Source: an optimization exercise on an open RTL-to-GDS flow (aim: small area, a short achievable clock period and few clock cycles per item). Production flows keep margins and buffers that such runs may drop.
No functional check of the RTL was part of any run shown here.

$ cat flow/design.v
module sha256_k (
    input  wire [5:0]  t,
    output wire [31:0] k
);
    localparam [2047:0] TABLE = {
        32'h71374491,
        32'ha6fb9796,
        32'h307b5f59,
        32'hbef9a3f7,
        32'ha4506ceb,
        32'h90befffa,
        32'h8cc70208,
        32'h84c87814,
        32'h78a5636f,
        32'h748f82ee,
        32'h682e6ff3,
        32'h5b9cca4f,
        32'h4ed8aa4a,
        32'h391c0cb3,
        32'h34b0bcb5,
        32'h2748774c,
        32'h1e376c08,
        32'h19a4c116,
        32'h106aa070,
        32'hf40e3585,
        32'hd6990624,
        32'hd192e819,
        32'hc76c51a3,
        32'hc24b8b70,
        32'ha81a664b,
        32'ha2bfe8a1,
        32'h92722c85,
        32'h81c2c92e,
        32'h766a0abb,
        32'h650a7354,
        32'h53380d13,
        32'h4d2c6dfc,
        32'h2e1b2138,
        32'h27b70a85,
        32'h14292967,
        32'h06ca6351,
        32'hd5a79147,
        32'hc6e00bf3,
        32'hbf597fc7,
        32'hb00327c8,
        32'ha831c66d,
        32'h983e5152,
        32'h76f988da,
        32'h5cb0a9dc,
        32'h4a7484aa,
        32'h2de92c6f,
        32'h240ca1cc,
        32'h0fc19dc6,
        32'hefbe4786,
        32'he49b69c1,
        32'hc19bf174,
        32'h9bdc06a7,
        32'h80deb1fe,
        32'h72be5d74,
        32'h550c7dc3,
        32'h243185be,
        32'h12835b01,
        32'hd807aa98,
        32'hab1c5ed5,
        32'h923f82a4,
        32'h59f111f1,
        32'h3956c25b,
        32'he9b5dba5,
        32'hb5c0fbcf
    };
    assign k = TABLE[32*t +: 32];
endmodule
module kh64_hash (
    input  wire         clk,
    input  wire         rst,
    input  wire         in_valid,
    output wire         in_ready,
    input  wire [127:0] in_key,
    output wire         out_valid,
    output wire [63:0]  out_kh
);
    localparam integer LANES = 2;
    reg  [5:0]  t;
    reg         load0;      
    reg         last0;      
    reg         first0;     
    reg         first_s0;   
    reg         first_m0;   
    wire [31:0] k_rom;
    reg  [31:0] k0;         
    sha256_k u_k (.t(t), .k(k_rom));
    always @(posedge clk) begin
        k0       <= k_rom;
        first_m0 <= last0;      
        if (rst) begin
            t        <= 6'd48;
            load0    <= 1'b0;
            last0    <= 1'b0;
            first0   <= 1'b0;
            first_s0 <= 1'b0;
        end else begin
            t        <= t + 6'd1;
            load0    <= (t == 6'd61);
            last0    <= load0;
            first0   <= last0;
            first_s0 <= (t == 6'd63);
        end
    end
    wire [LANES-1:0] sched_on, is52, load, last, first, first_s, first_m;
    wire [31:0]      kn   [0:LANES-1];
    wire [31:0]      la   [0:LANES-1];
    wire [31:0]      lb   [0:LANES-1];
    wire [LANES-1:0] lvalid;
    assign sched_on[0] = ~(t[5] & t[4]);    
    assign is52[0]     = (t == 6'd52);
    assign load[0]     = load0;
    assign last[0]     = last0;
    assign first[0]    = first0;
    assign first_s[0]  = first_s0;
    assign first_m[0]  = first_m0;
    assign kn[0]       = k0;
    genvar gi;
    generate
        for (gi = 1; gi < LANES; gi = gi + 1) begin : dly
            reg        sched_on_q, is52_q, first_m_q;
            reg        load_q, last_q, first_q, first_s_q;
            reg [31:0] k_q;
            always @(posedge clk) begin
                sched_on_q <= sched_on[gi-1];
                is52_q     <= is52[gi-1];
                first_m_q  <= first_m[gi-1];
                k_q        <= kn[gi-1];
                if (rst) begin
                    load_q    <= 1'b0;
                    last_q    <= 1'b0;
                    first_q   <= 1'b0;
                    first_s_q <= 1'b0;
                end else begin
                    load_q    <= load[gi-1];
                    last_q    <= last[gi-1];
                    first_q   <= first[gi-1];
                    first_s_q <= first_s[gi-1];
                end
            end
            assign sched_on[gi] = sched_on_q;
            assign is52[gi]     = is52_q;
            assign load[gi]     = load_q;
            assign last[gi]     = last_q;
            assign first[gi]    = first_q;
            assign first_s[gi]  = first_s_q;
            assign first_m[gi]  = first_m_q;
            assign kn[gi]       = k_q;
        end
        for (gi = 0; gi < LANES; gi = gi + 1) begin : lane
            kh64_lane u_lane (
                .clk(clk), .rst(rst),
                .in_valid(in_valid), .in_key(in_key),
                .sched_on(sched_on[gi]), .is52(is52[gi]), .load(load[gi]),
                .last(last[gi]), .first(first[gi]), .first_s(first_s[gi]),
                .first_m(first_m[gi]), .k_n(kn[gi]),
                .a(la[gi]), .b(lb[gi]), .out_valid(lvalid[gi])
            );
        end
    endgenerate
    assign in_ready  = |load;
    assign out_valid = |lvalid;
    reg [63:0] res;
    integer i;
    always @* begin
        res = {lb[0], la[0]};
        for (i = 1; i < LANES; i = i + 1)
            if (lvalid[i]) res = {lb[i], la[i]};
    end
    assign out_kh = {res[39:32], res[47:40], res[55:48], res[63:56],
                     res[7:0],   res[15:8],  res[23:16], res[31:24]};
endmodule
module kh64_lane (
    input  wire         clk,
    input  wire         rst,
    input  wire         in_valid,
    input  wire [127:0] in_key,
    input  wire         sched_on,
    input  wire         is52,
    input  wire         load,
    input  wire         last,
    input  wire         first,
    input  wire         first_s,
    input  wire         first_m,
    input  wire [31:0]  k_n,
    output reg  [31:0]  a,
    output reg  [31:0]  b,
    output reg          out_valid
);
    localparam [31:0] IV0 = 32'h6a09e667, IV1 = 32'hbb67ae85,
                      IV2 = 32'h3c6ef372,
                      IV4 = 32'h510e527f, IV5 = 32'h9b05688c,
                      IV6 = 32'h1f83d9ab,
                      D0  = 32'h9cbf5a55;   
    reg         busy;       
    reg         pend;       
    reg  [31:0] c, d, e, f, g;
    reg  [31:0] p;          
    reg  [31:0] w [0:15];   
    wire accept = in_valid && load;
    wire [31:0] bsig1 = {e[5:0], e[31:6]} ^ {e[10:0], e[31:11]} ^ {e[24:0], e[31:25]};
    wire [31:0] bsig0 = {a[1:0], a[31:2]} ^ {a[12:0], a[31:13]} ^ {a[21:0], a[31:22]};
    wire [31:0] ch    = (e & f) ^ (~e & g);
    wire [31:0] maj   = (a & b) ^ (a & c) ^ (b & c);
    wire [31:0] s0m   = first_s ? 32'd0 : bsig0;
    wire [31:0] mjm   = first_m ? 32'd0 : maj;
    wire [31:0] u_s = p ^ ch ^ bsig1;
    wire [31:0] u_c = ((p & ch) | (p & bsig1) | (ch & bsig1)) << 1;
    wire [31:0] x2s = u_s ^ u_c ^ s0m;
    wire [31:0] x2c = ((u_s & u_c) | (u_s & s0m) | (u_c & s0m)) << 1;
    wire [31:0] x3s = x2s ^ x2c ^ mjm;
    wire [31:0] x3c = ((x2s & x2c) | (x2s & mjm) | (x2c & mjm)) << 1;
    wire [31:0] a_new = x3s + x3c;
    wire [31:0] y2s = u_s ^ u_c ^ d;
    wire [31:0] y2c = ((u_s & u_c) | (u_s & d) | (u_c & d)) << 1;
    wire [31:0] e_new = y2s + y2c;
    wire [31:0] h_n = last ? 32'd0 : g;       
    wire [31:0] w_n = w[1];
    wire [31:0] z1s = h_n ^ k_n ^ w_n;
    wire [31:0] z1c = ((h_n & k_n) | (h_n & w_n) | (k_n & w_n)) << 1;
    wire [31:0] p_new = z1s + z1c;
    wire [31:0] w1  = w[1];
    wire [31:0] w14 = w[14];
    wire [31:0] ssig0 = {w1[6:0], w1[31:7]} ^ {w1[17:0], w1[31:18]} ^ {3'b000, w1[31:3]};
    wire [31:0] ssig1 = {w14[16:0], w14[31:17]} ^ {w14[18:0], w14[31:19]} ^ {10'd0, w14[31:10]};
    wire [31:0] s1s = ssig1 ^ w[9] ^ ssig0;
    wire [31:0] s1c = ((ssig1 & w[9]) | (ssig1 & ssig0) | (w[9] & ssig0)) << 1;
    wire [31:0] s2s = s1s ^ s1c ^ w[0];
    wire [31:0] s2c = ((s1s & s1c) | (s1s & w[0]) | (s1c & w[0])) << 1;
    wire [31:0] w_sched = s2s + s2c;
    wire [31:0] w_tail = (sched_on ? w_sched : 32'd0)
                       | {is52, 31'd0}
                       | {24'd0, last, 7'd0};
    wire [127:0] key_in = load ? in_key : 128'd0;
    integer i;
    always @(posedge clk) begin
        w[0] <= w[1];
        w[1] <= w[2] | {key_in[7:0],    key_in[15:8],    key_in[23:16],  key_in[31:24]};
        w[2] <= w[3] | {key_in[39:32],  key_in[47:40],   key_in[55:48],  key_in[63:56]};
        w[3] <= w[4] | {key_in[71:64],  key_in[79:72],   key_in[87:80],  key_in[95:88]};
        w[4] <= w[5] | {key_in[103:96], key_in[111:104], key_in[119:112], key_in[127:120]};
        for (i = 5; i < 15; i = i + 1)
            w[i] <= w[i+1];
        w[15] <= w_tail;
        p <= p_new;
        a <= a_new;
        b <= last ? IV1 + a : (first ? IV0 : a);
        c <= first ? IV1 : b;
        d <= last ? D0 : (first ? IV2 : c);
        e <= last ? IV4 : e_new;
        f <= last ? IV5 : e;
        g <= last ? IV6 : f;
        if (rst) begin
            busy      <= 1'b0;
            pend      <= 1'b0;
            out_valid <= 1'b0;
        end else begin
            out_valid <= last & busy;
            if (load) pend <= accept;
            if (last) busy <= pend;
        end
    end
endmodule
$ cat flow/flow/run.sh
#!/bin/bash
# The standard layout (the standard.sh, standard synthesis unchanged),
# with two changes:
#  * the buffers that placement puts on every input and output port are the
#    small sky130_fd_sc_hd__buf_1 instead of ORFS's default pick;
#  * clock tree synthesis inserts no dummy loads (its other arguments are
#    ORFS defaults, with sink clusters of up to 24 flip-flops within 100 um).
# ORFS writes each step's full log under orfs/logs/; make's own output goes
# to standard.log here.
set -euo pipefail
export BUFFER_PORTS_ARGS="-buffer_cell sky130_fd_sc_hd__buf_1"
export CTS_ARGS="-sink_clustering_enable -repair_clock_nets -dont_use_dummy_load -sink_clustering_size 24 -sink_clustering_max_diameter 100"
bash standard.sh > standard.log 2>&1
$ cat flow/standard.sh
#!/bin/bash
# synth_recipe.tcl (not shown) runs the flow's synth.tcl, then flattens the netlist and writes it again
# the make line also repeats each setting of config.mk as NAME=value (left out here)
make -C /OpenROAD-flow-scripts/flow DESIGN_CONFIG=/design/flow/config.mk WORK_HOME=/design/flow/orfs CLKGATE_MAP_FILE= SYNTH_SCRIPT=/design/flow/synth_recipe.tcl "${@:-finish}"
$ cat flow/config.mk
export PLATFORM = sky130hd
export DESIGN_NAME = kh64_hash
export DESIGN_NICKNAME = kh64_hash
export VERILOG_FILES = /design/flow/design.v
export SDC_FILE = /design/flow/constraint.sdc
export NUM_CORES = 4
export LEC_CHECK = 0
export CAP_MARGIN = 20
export CORE_MARGIN = 2
export CORE_UTILIZATION = 30
export SETUP_SLACK_MARGIN = 4.5
export SLEW_MARGIN = 20
export TNS_END_PERCENT = 20
$ cat flow/constraint.sdc
create_clock -name core_clock -period 9.0 [get_ports {clk}]
set_input_delay 1.8000 -clock core_clock [delete_from_list [all_inputs] [get_ports {clk}]]
set_output_delay 1.8000 -clock core_clock [all_outputs]
set_load 0.01 [all_outputs]
==> results of run 1 <==
-- state kept, by name, summed over array words and instances, names as in the netlist, 2 cells and up --
signal,count
dly.k_q,32
lane.u_lane.p,64
lane.u_lane.g,64
lane.u_lane.pend,2
k0,32
lane.u_lane.out_valid,2
t,6
lane.u_lane.f,64
lane.u_lane.w,1024
lane.u_lane.c,64
lane.u_lane.e,64
lane.u_lane.b,64
lane.u_lane.a,64
lane.u_lane.busy,2
lane.u_lane.d,64
-- per-stage QoR --
step / hold WS, ps / area (µm²) / setup slack, ps / std cells / utilization [%]
after detailed placement: 312 / 75500 / 3780 / 9861 / 31.8
after global placement: 310 / 75500 / 3770 / 9861 / 31.8
final: 276 / 79400 / 4170 / 10000 / 33.4
after CTS: 279 / 78700 / 4200 / 9985 / 33.1
after global routing: 275 / 79400 / 4030 / 10000 / 33.4
after floorplan: 310 / 71700 / 4470 / 6779 / -
-- layer usage --
layer | share of wire (%) | up-vias
li1 | - | 22300
met4 | 3.5 | 4
met1 | 42 | 23900
met5 | 0.012 | -
met2 | 50 | 1363
met3 | 4.6 | 322
-- cells in the final DEF (no fill, tap or decap), types with 80 or more instances in the layout --
master | netlist | routed
nor3_1 | 92 | 90
xor2_1 | 209 | 199
nor2_1 | 285 | 279
nand2_1 | 333 | 331
buf_1 | 26 | 196
inv_1 | 512 | 504
ha_1 | 268 | 244
or2_2 | 120 | 120
nand2b_1 | 90 | 90
a21oi_1 | 330 | 321
nor2b_1 | 186 | 180
o21ai_0 | 292 | 283
fa_1 | 434 | 412
xnor2_1 | 562 | 533
mux2_2 | 82 | 80
clkbuf_16 | 0 | 81
dfxtp_2 | 0 | 98
a21o_1 | 386 | 386
buf_4 | 0 | 105
dfxtp_1 | 1622 | 1472
-- kinds of logic (layout without fill, tap and decap cells) --
group	count (synthesis)	after routing
AND/OR/NAND/NOR	1307	1307
XOR/XNOR	771	771
AO/OA/AOI/OAI	1391	1391
adder cells (fa/ha/maj)	702	702
flip-flops	1622	1622
other	0	15
buffers and inverters	840	904
multiplexers	146	146
-- worst min-delay path by stage --
stage                                  startpoint                 endpoint  slack [ps]  cells past startpoint
final                      lane[1].u_lane.w[8][9]   lane[1].u_lane.w[7][9]         280                      0
after global routing       lane[1].u_lane.w[8][9]   lane[1].u_lane.w[7][9]         280                      0
after CTS                  lane[1].u_lane.w[8][9]   lane[1].u_lane.w[7][9]         280                      0
after detailed placement  lane[0].u_lane.w[10][0]   lane[0].u_lane.w[9][0]         310                      0
after global placement    lane[0].u_lane.w[12][8]  lane[0].u_lane.w[11][8]         310                      0
after floorplan           lane[0].u_lane.w[11][0]  lane[0].u_lane.w[10][0]         310                      0
-- synth_stat cells, drive strengths merged, types with 8 or more instances --
| library cell | instances |
|---|---|
| nand2 | 333 |
| o21a | 42 |
| buf | 34 |
| nor4 | 8 |
| or2 | 120 |
| a2111oi | 11 |
| a311oi | 16 |
| clkbuf | 287 |
| and3 | 25 |
| nor3 | 92 |
| xor2 | 209 |
| nand4 | 14 |
| a21boi | 12 |
| a31o | 11 |
| ha | 268 |
| or3 | 41 |
| and2 | 35 |
| nor2 | 285 |
| o311ai | 10 |
| o21bai | 33 |
| xnor2 | 562 |
| nand3 | 55 |
| a21o | 386 |
| nor2b | 186 |
| o2111ai | 9 |
| a211oi | 46 |
| fa | 434 |
| o21ai | 298 |
| o31ai | 23 |
| a221oi | 10 |
| a21oi | 332 |
| inv | 512 |
| nand2b | 90 |
| mux2i | 57 |
| o22ai | 17 |
| dfxtp | 1622 |
| o211ai | 31 |
| a31oi | 41 |
| mux2 | 82 |
-- repair_timing --
| item | CTS | global route |
|---|---|---|
| gates cloned | 0 | 0 |
| hold buffers | 0 | 0 |
| resized for setup | 241 | 140 |
| endpoints found under the setup margin | 75 | 97 |
| buffers inserted | 43 | 25 |
| pin swaps | 73 | 47 |
-- area by class of cell --
cell class,count,area [µm²]
antenna,15,37.5
multi-input combinational,4317,37100
timing repair buffer,304,1580
inverter,519,1950
clock buffer,81,2030
tap,3167,3960
sequential,1622,32800
fill,23800,158000
-- critical path, stage by stage, from the launching register on --
cell	delay, ps
dfxtp_4	370
xor2_2	180
xnor2_2	170
fa_1	550
fa_1	520
inv_1	50
fa_1	490
ha_2	200
inv_2	40
fa_2	360
nor2b_2	140
o31a_1	230
o2111ai_2	160
a21oi_2	280
o21a_2	210
a211oi_2	80
o41a_1	370
o21bai_1	180
xor2_1	160
==> results.json, run 1 <==
{
  "outcome": "timing/DRC/antenna clean",
  "drc": 0,
  "cp-startpoint": "lane[1].u_lane.e[7]",
  "cts.sinks": 1622,
  "tritoncts": "yes",
  "ys_seq_area_share_pct": 45.3,
  "grt.busiest_layer": "met2",
  "cts_made_buffers": 81,
  "crit_required_ps": 9650,
  "r2r_end": "lane[1].u_lane.a[29]",
  "insertion_delay_ps": 750,
  "grt_use_met3_pct": 2.04,
  "synth-compound-area-share_pct": 12.7,
  "grtUsageMet2_pct": 32.1,
  "path_clk_slew_ps": 110,
  "design.die.area_mm2": 0.243,
  "drtIter0Drc": 4162,
  "viasPerCell": 4.78,
  "cp-endpoint": "lane[1].u_lane.a[29]",
  "ys_top_cells_by_area": "dfxtp_1 45%, fa_1 12%, xnor2_1 6.9%, ha_1 4.7%, a21o_1 4.0%",
  "avgRoutedWirePerCell_um": 22.9,
  "syn2layout_area_growth_pct": 10.8,
  "start_util_pct": 30.2,
  "yosys_warnings": 3,
  "synth_flop_cell": "dfxtp_1",
  "clockBufferDepth": 3,
  "cp.arrival_ps": 5480,
  "fmax_mhz": 207,
  "path_max_fanout": 3,
  "setup_viol": 0,
  "syn_area_mm2": 0.0716,
  "rsz0062_at_grt": "true",
  "ys_types": 90,
  "firstDrtPassIters": 10,
  "final.setup.tns_ps": 0,
  "synthSimpleGateAreaFrac_pct": 9.06,
  "die_w_um": 493,
  "reg2reg_from": "lane[1].u_lane.e[7]",
  "end_kind": "flop",
  "timing.slew.headroom_pct": 27.9,
  "syn_inst": 6779,
  "hold_viol_final": 0,
  "yosysTopAreaCellShare_pct": 45.3,
  "ant_nets": 0,
  "path_class": "reg -> reg",
  "post_synth.cell_area_avg_um2": 10.6,
  "worst_r2r_path_depth": 18,
  "grt_usage_pct": 18.4,
  "syn-num-nets": 7612,
  "finClkSkew_ps": 74.0,
  "place.gp.congestion": 0.939,
  "synth_fa_ha_area_share_pct": 16.8,
  "routed_wl_um": 230000,
  "hp-class": "reg -> reg",
  "drv_slew": 0,
  "yosys.area.top_type": "dfxtp_1",
  "use_met1_pct": 23.3,
  "grt_pass1_vias": 48100,
  "ys_async_sr_fraction_pct": 0,
  "rrSetupSlack_ps": 4170,
  "synth-xor-area-share_pct": 9.42,
  "grt_overflow_total": 0,
  "grt_max_degree": 112,
  "port_buffers": 196,
  "core_area_mm2": 0.238,
  "cap_violations": 0,
  "tightest_slew_ps": 1080,
  "nets": 7678,
  "hpwlAfterDp_um": 178000,
  "rows": 179,
  "antenna_found_initial": 24,
  "clockRootBuffer": "clkbuf_16",
  "fin_crit_ps": 4830,
  "synth_top_family_by_area": "adder cells",
  "synthMuxAreaShare_pct": 2.31,
  "layout-drive-gt1-share_pct": 10.8,
  "cp-start-kind": "flop",
  "finalCritPeriodShare_pct": 53.7,
  "synth-seq-cells": 1622,
  "htreeDepth": 3,
  "ios": 197,
  "die_h_um": 493,
  "vias": 47900,
  "grt_pass1_wl_um": 329000,
  "synth-edff-count": 0
}
==> run 2: changes to the inputs <==
--- a/flow/config.mk
+++ b/flow/config.mk
@@ -7,7 +7,7 @@
 export LEC_CHECK = 0
 export CAP_MARGIN = 20
 export CORE_MARGIN = 2
-export CORE_UTILIZATION = 30
+export CORE_UTILIZATION = 45
 export SETUP_SLACK_MARGIN = 4.5
 export SLEW_MARGIN = 20
 export TNS_END_PERCENT = 20
==> run 2 against run 1 <==
Against the previous run: flip-flop and latch count unchanged; non-clock buffer count increased by 4; die area decreased by 33%; first-iteration DRC count increased by 3.0%; cell area decreased by 1.5%; critical path depth unchanged; still clean on timing, DRC and antenna.
==> results.json, run 2 <==
{
  "outcome": "timing/DRC/antenna clean",
  "syn-num-nets": 7612,
  "ant_nets": 0,
  "cts_hold_buf": 0,
  "grt_max_degree": 120,
  "drtIter0Drc": 4287,
  "firstDrtPassIters": 6,
  "whs_endpoint": "lane[0].u_lane.w[5][6]",
  "vias": 48000,
  "port_buffers": 196,
  "syn_area_mm2": 0.0716,
  "min_from": "lane[0].u_lane.w[6][6]",
  "path_max_fanout": 5,
  "die_w_um": 403,
  "ys_async_sr_fraction_pct": 0,
  "place.gp.congestion": 0.970,
  "die_h_um": 403,
  "timing.slew.headroom_pct": 27.1,
  "cp.arrival_ps": 5310,
  "fmax_mhz": 212,
  "nets": 7683,
  "finClkSkew_ps": 82.7,
  "crit_required_ps": 9590,
  "start_util_pct": 45.3,
  "largest_register_ffs": 1024,
  "yosysMostFrequentCell": "dfxtp_1",
  "final_cell_mix": "1488 x dfxtp_1, 525 x xnor2_1, 501 x inv_1",
  "rows": 146,
  "clockRootBuffer": "clkbuf_16",
  "tritoncts": "yes",
  "core_area_mm2": 0.158,
  "rrSetupSlack_ps": 4280,
  "cts_made_buffers": 82,
  "hold_viol_final": 0,
  "syn2layout_area_growth_pct": 9.18,
  "n_fill_cell": 14600,
  "htreeDepth": 3,
  "synth_common_cells": "1622 x dfxtp_1, 562 x xnor2_1, 512 x inv_1, 434 x fa_1, 386 x a21o_1",
  "reg2reg_from": "lane[0].u_lane.e[21]",
  "multiInputGateArea_mm2": 0.0372,
  "ios": 197,
  "grt_usage_pct": 26.7,
  "drc": 0,
  "ys_top_cells_by_area": "dfxtp_1 45%, fa_1 12%, xnor2_1 6.9%, ha_1 4.7%, a21o_1 4.0%",
  "fin_crit_ps": 4720,
  "design.die.area_mm2": 0.162,
  "path_class": "reg -> reg",
  "grt_overflow_total": 0,
  "synth_flop_cell": "dfxtp_1",
  "yosys.area.top_type": "dfxtp_1",
  "setup_viol": 0,
  "drv_slew": 0,
  "cts.sinks": 1622,
  "viasPerCell": 5.38,
  "final.setup.tns_ps": 0,
  "rsz0062_at_grt": "true",
  "hp-class": "reg -> reg",
  "routed_wl_um": 221000,
  "cp-start-kind": "flop",
  "r2r_end": "lane[0].u_lane.a[31]",
  "yosysTopAreaCellShare_pct": 45.3,
  "final_common_cell": "dfxtp_1",
  "avgRoutedWirePerCell_um": 24.7,
  "layout-drive-gt1-share_pct": 10.8,
  "hpwlAfterDp_um": 169000,
  "min_path_cells": 0,
  "syn_inst": 6779,
  "dp.cells": 8772,
  "insertion_delay_ps": 740,
  "antenna_found_initial": 25,
  "largest-register": "lane.u_lane.w",
  "worst_r2r_path_depth": 18,
  "ff_latch_area_mm2": 0.0328,
  "synth-seq-cells": 1622,
  "synth-edff-count": 0,
  "cap_violations": 0,
  "end_kind": "flop",
  "path_clk_slew_ps": 90,
  "grt_pass1_wl_um": 319000,
  "tightest_slew_ps": 1090,
  "yosys_warnings": 3,
  "finalCritPeriodShare_pct": 52.4,
  "grt_pass1_vias": 47200,
  "ys_seq_area_share_pct": 45.3,
  "clockBufferDepth": 3,
  "final_cells": 8929,
  "ys_types": 90,
  "post_synth.cell_area_avg_um2": 10.6
}
run 2: cell counts after synthesis:
Identical to the previous run, type by type.
run 2: cell families (layout without fill, tap and decap cells):
kind of cell    after synthesis  count (layout)  synth area share, %
compound gates             1391            1391                 12.7
simple gates               1307            1307                 9.06
fa+ha+maj                   702             702                 16.8
other cells                   0               9                    0
buf+inv                     840             909                 4.42
flops                      1622            1622                 45.3
mux                         146             146                 2.31
xor+xnor                    771             771                 9.42
run 2: layout make-up:
class | count | area share, %
Multi-Input combinational cell | 4317 | 47.6
Clock buffer | 82 | 2.62
Timing Repair Buffer | 308 | 2.10
Antenna cell | 9 | 0.0288
Sequential cell | 1622 | 41.9
Inverter | 519 | 2.49
Tap cell | 2072 | 3.31
run 2: repair_timing:
item / 4_1_cts / 5_1_grt
gates resized for setup: 257 / 135
pin swaps: 84 / 76
endpoints found under the setup margin: 78 / 93
setup buffers: 42 / 24
run 2: routing by layer:
| metal | GRT usage [%] | wire length [µm] | vias to the layer above |
|---|---|---|---|
| li1 | - | - | 22300 |
| met1 | 38.1 | 99900 | 23800 |
| met2 | 42.7 | 100000 | 1606 |
| met3 | 3.26 | 13500 | 320 |
| met4 | 7.57 | 6670 | 2 |
| met5 | 0 | 8 | - |
run 2: worst max path at each step:
stage | from | end
2_1_floorplan | lane[0].u_lane.e[1] | lane[0].u_lane.a[19]
3_3_place_gp | lane[0].u_lane.e[29] | lane[0].u_lane.a[24]
3_5_place_dp | lane[0].u_lane.e[26] | lane[0].u_lane.a[31]
4_1_cts | lane[1].u_lane.e[20] | lane[1].u_lane.a[31]
5_1_grt | lane[1].u_lane.e[7] | lane[1].u_lane.a[29]
6_report | lane[0].u_lane.e[21] | lane[0].u_lane.a[31]
run 2: worst max-delay path: stages (launching register included):
cell	delay (ps)
dfxtp_4	400
xnor2_2	240
xnor2_1	120
fa_2	610
inv_1	70
fa_1	490
inv_1	50
fa_1	490
ha_4	330
nand3_4	120
nor4b_4	320
a211oi_4	100
buf_6	150
o31ai_4	310
nand3_2	130
a31o_4	270
o2111ai_4	190
a21oi_2	80
xor2_1	160
run 2: stage by stage:
stage / hold WS, ps / setup slack, ps / cell area (µm²) / util, %
3_5_place_dp: 312 / 3700 / 74200 / 46.9
4_1_cts: 299 / 4230 / 77400 / 48.9
3_3_place_gp: 310 / 3690 / 74200 / 46.9
2_1_floorplan: 310 / 4470 / 71700 / -
6_report: 306 / 4280 / 78200 / 49.4
5_1_grt: 306 / 4060 / 78200 / 49.4
==> run 3: changes to the inputs <==
--- a/flow/config.mk
+++ b/flow/config.mk
@@ -7,7 +7,7 @@
 export LEC_CHECK = 0
 export CAP_MARGIN = 20
 export CORE_MARGIN = 2
-export CORE_UTILIZATION = 45
+export CORE_UTILIZATION = 55
 export SETUP_SLACK_MARGIN = 4.5
 export SLEW_MARGIN = 20
 export TNS_END_PERCENT = 20
==> run 3 against run 2 <==
Against the previous run: still clean; first-iteration DRC count increased by 15%; core utilization increased by 11 points; synthesized cell count unchanged; critical path type unchanged.
==> results.json, run 3 <==
{
  "hpwlAfterDp_um": 169000,
  "avgRoutedWirePerCell_um": 25.7,
  "insertion_delay_ps": 690,
  "finClkSkew_ps": 71.1,
  "yosys.area.top_type": "dfxtp_1",
  "fin_area_mm2": 0.0776,
  "end_kind": "flop",
  "finalCritPeriodShare_pct": 52.4,
  "reg2reg_from": "lane[1].u_lane.e[11]",
  "vias": 48500,
  "syn2layout_area_growth_pct": 8.24,
  "nets": 7675,
  "start_util_pct": 55.4,
  "crit_required_ps": 9610,
  "fmax_mhz": 212,
  "drv_slew": 0,
  "final.setup.tns_ps": 0,
  "cts.sinks": 1622,
  "syn_area_mm2": 0.0716,
  "firstDrtPassIters": 9,
  "path_clk_slew_ps": 100,
  "crit_chain": "xor2_1, xnor2_1, fa_1, fa_1, fa_1, inv_1, ha_1, o21a_1, o31a_1, o2111ai_2, a21oi_2, o21a_2, a211oi_2, o41a_1, o21bai_1, xor2_1",
  "yosysMostFrequentCell": "dfxtp_1",
  "synth_top_family_by_area": "adder cells",
  "synth_common_cells": "1622 x dfxtp_1, 562 x xnor2_1, 512 x inv_1, 434 x fa_1, 386 x a21o_1",
  "place_area_mm2": 0.0737,
  "tightest_slew_ps": 974,
  "grt_usage_pct": 32.8,
  "die_h_um": 365,
  "final_cell_mix": "1482 x dfxtp_1, 532 x xnor2_1, 505 x inv_1",
  "rsz0062_at_grt": "true",
  "final_common_cell": "dfxtp_1",
  "cp-startpoint": "lane[1].u_lane.e[11]",
  "rows": 132,
  "clockRootBuffer": "clkbuf_16",
  "path_class": "reg -> reg",
  "core_area_mm2": 0.129,
  "layout-drive-gt1-share_pct": 10.4,
  "drc": 0,
  "design.die.area_mm2": 0.133,
  "drtIter0Drc": 4942,
  "path_max_fanout": 5,
  "synth-xor-area-share_pct": 9.42,
  "grt.busiest_layer": "met2",
  "post_synth.cell_area_avg_um2": 10.6,
  "ant_nets": 0,
  "grt_use_met3_pct": 6.16,
  "htreeDepth": 3,
  "yosysTopAreaCellShare_pct": 45.3,
  "synth-seq-cells": 1622,
  "routed_wl_um": 220000,
  "timing.slew.headroom_pct": 34.8,
  "synth-edff-count": 0,
  "grtUsageMet2_pct": 49.4,
  "cp-start-kind": "flop",
  "outcome": "timing/DRC/antenna clean",
  "rrSetupSlack_ps": 4280,
  "port_buffers": 196,
  "largest_register_ffs": 1024,
  "n_fill_cell": 11000,
  "cts_made_buffers": 80,
  "setup_ws_ps": 4280,
  "cap_violations": 0,
  "setup_viol": 0,
  "hold_ws_ps": 292,
  "slowest_stage": "fa_1",
  "fin_crit_ps": 4720,
  "ys_top_cells_by_area": "dfxtp_1 45%, fa_1 12%, xnor2_1 6.9%, ha_1 4.7%, a21o_1 4.0%",
  "yosys_warnings": 3,
  "ys_seq_area_share_pct": 45.3,
  "min_from": "lane[0].u_lane.w[15][2]",
  "synthSimpleGateAreaFrac_pct": 9.06,
  "hp-class": "reg -> reg",
  "antenna_found_initial": 32,
  "largest-register": "lane.u_lane.w",
  "ys_types": 90,
  "tritoncts": "yes",
  "cp.arrival_ps": 5330,
  "ios": 197,
  "grt_overflow_total": 0,
  "syn_inst": 6779,
  "use_met1_pct": 48.7,
  "slowest_delay_ps": 580,
  "synth_fa_ha_area_share_pct": 16.8,
  "ys_async_sr_fraction_pct": 0,
  "grt_pass1_wl_um": 316000,
  "synth_flop_cell": "dfxtp_1",
  "syn-num-nets": 7612,
  "clockBufferDepth": 3,
  "die_w_um": 365,
  "grt_pass1_vias": 46700,
  "synth-compound-area-share_pct": 12.7,
  "viasPerCell": 5.65,
  "hold_viol_final": 0,
  "crit_path_frequent_cell": "fa_1",
  "dp_slack_ps": 3700,
  "place.gp.congestion": 0.992,
  "synthMuxAreaShare_pct": 2.31,
  "grt_max_degree": 90
}
## run 3: cell counts after synthesis
No cell type changed its count.
## run 3: per-layer routing
| metal | vias to the layer above | part of all wire (%) |
|---|---|---|
| li1 | 22300 | - |
| met1 | 24100 | 46 |
| met2 | 1799 | 43 |
| met3 | 286 | 8.0 |
| met4 | 4 | 2.6 |
| met5 | - | 0.012 |
## run 3: repair_timing
action,in CTS,in global routing
setup endpoints to repair,84,92
resized for setup,254,104
hold buffers,0,0
pin swaps,76,43
buffers inserted,51,12
## run 3: path summary, 6_finish.rpt
path,endpoint,depth (start not counted)
max reg2reg,lane[1].u_lane.a[29],16
min reg2reg,lane[0].u_lane.w[14][2],0
min,lane[0].u_lane.w[14][2],0
max,lane[1].u_lane.a[29],16
## run 3: layout make-up
class / instances / area, µm² / area share, %
diodes: 6 / 15.0 / 0.0194
clock buffers: 80 / 2000 / 2.58
inverters: 519 / 1950 / 2.51
multi-input cells: 4317 / 37000 / 47.8
flip-flops and latches: 1622 / 32800 / 42.3
well taps: 1742 / 2180 / 2.81
repair buffers: 302 / 1600 / 2.07
## run 3: per-stage QoR
stage | util [%] | std cells
after floorplan | - | 6779
after global placement | 57.0 | 8439
after detailed placement | 57.0 | 8439
after CTS | 59.6 | 8570
after global routing | 60.0 | 8586
final | 60.0 | 8588
## run 3: logic make-up (layout without fill, tap and decap cells)
kind of cell	Yosys count	count (layout)
other cells	0	6
fa+ha+maj	702	702
compound gates	1391	1391
buf+inv	840	901
mux	146	146
simple gates	1307	1307
xor+xnor	771	771
flops	1622	1622
## run 3: worst max-delay path, delay by kind of cell (launching register included)
family | cells | cell delay, ps
AOI/OAI and AO/OA | 8 | 1590
buffers and inverters | 1 | 40
adders and majority gates | 4 | 1900
DFF | 1 | 380
xor gates and xnor gates | 3 | 710

## static timing again, ports no longer ideal
In the flow no input, the clock included, has a driving cell. The finished layouts below were timed again as built, in two steps.
Step 1 assumes that a clkbuf_16 drives the clock port and a buf_2 every other input.
Step 2, shift: input delay + t, output delay - t, t = (earliest + latest rising clock arrival at the registers) / 2. This alone moves slack from input paths to output paths.
Slacks: ideal / step 1 / step 2; pairs: ideal / step 1.
run	shift t [ns]	setup slack, ns	worst hold slack (ns)	clock arrival spread, ns
run 1	0.784	4.170 / 4.170 / 4.170	0.276 / 0.276 / 0.276	0.091 / 0.092
run 2	0.773	4.281 / 4.281 / 4.281	0.306 / 0.306 / 0.306	0.102 / 0.101
run 3	0.748	4.282 / 4.282 / 4.282	0.292 / 0.292 / 0.292	0.105 / 0.104
After both steps setup and hold are still met in every run listed.
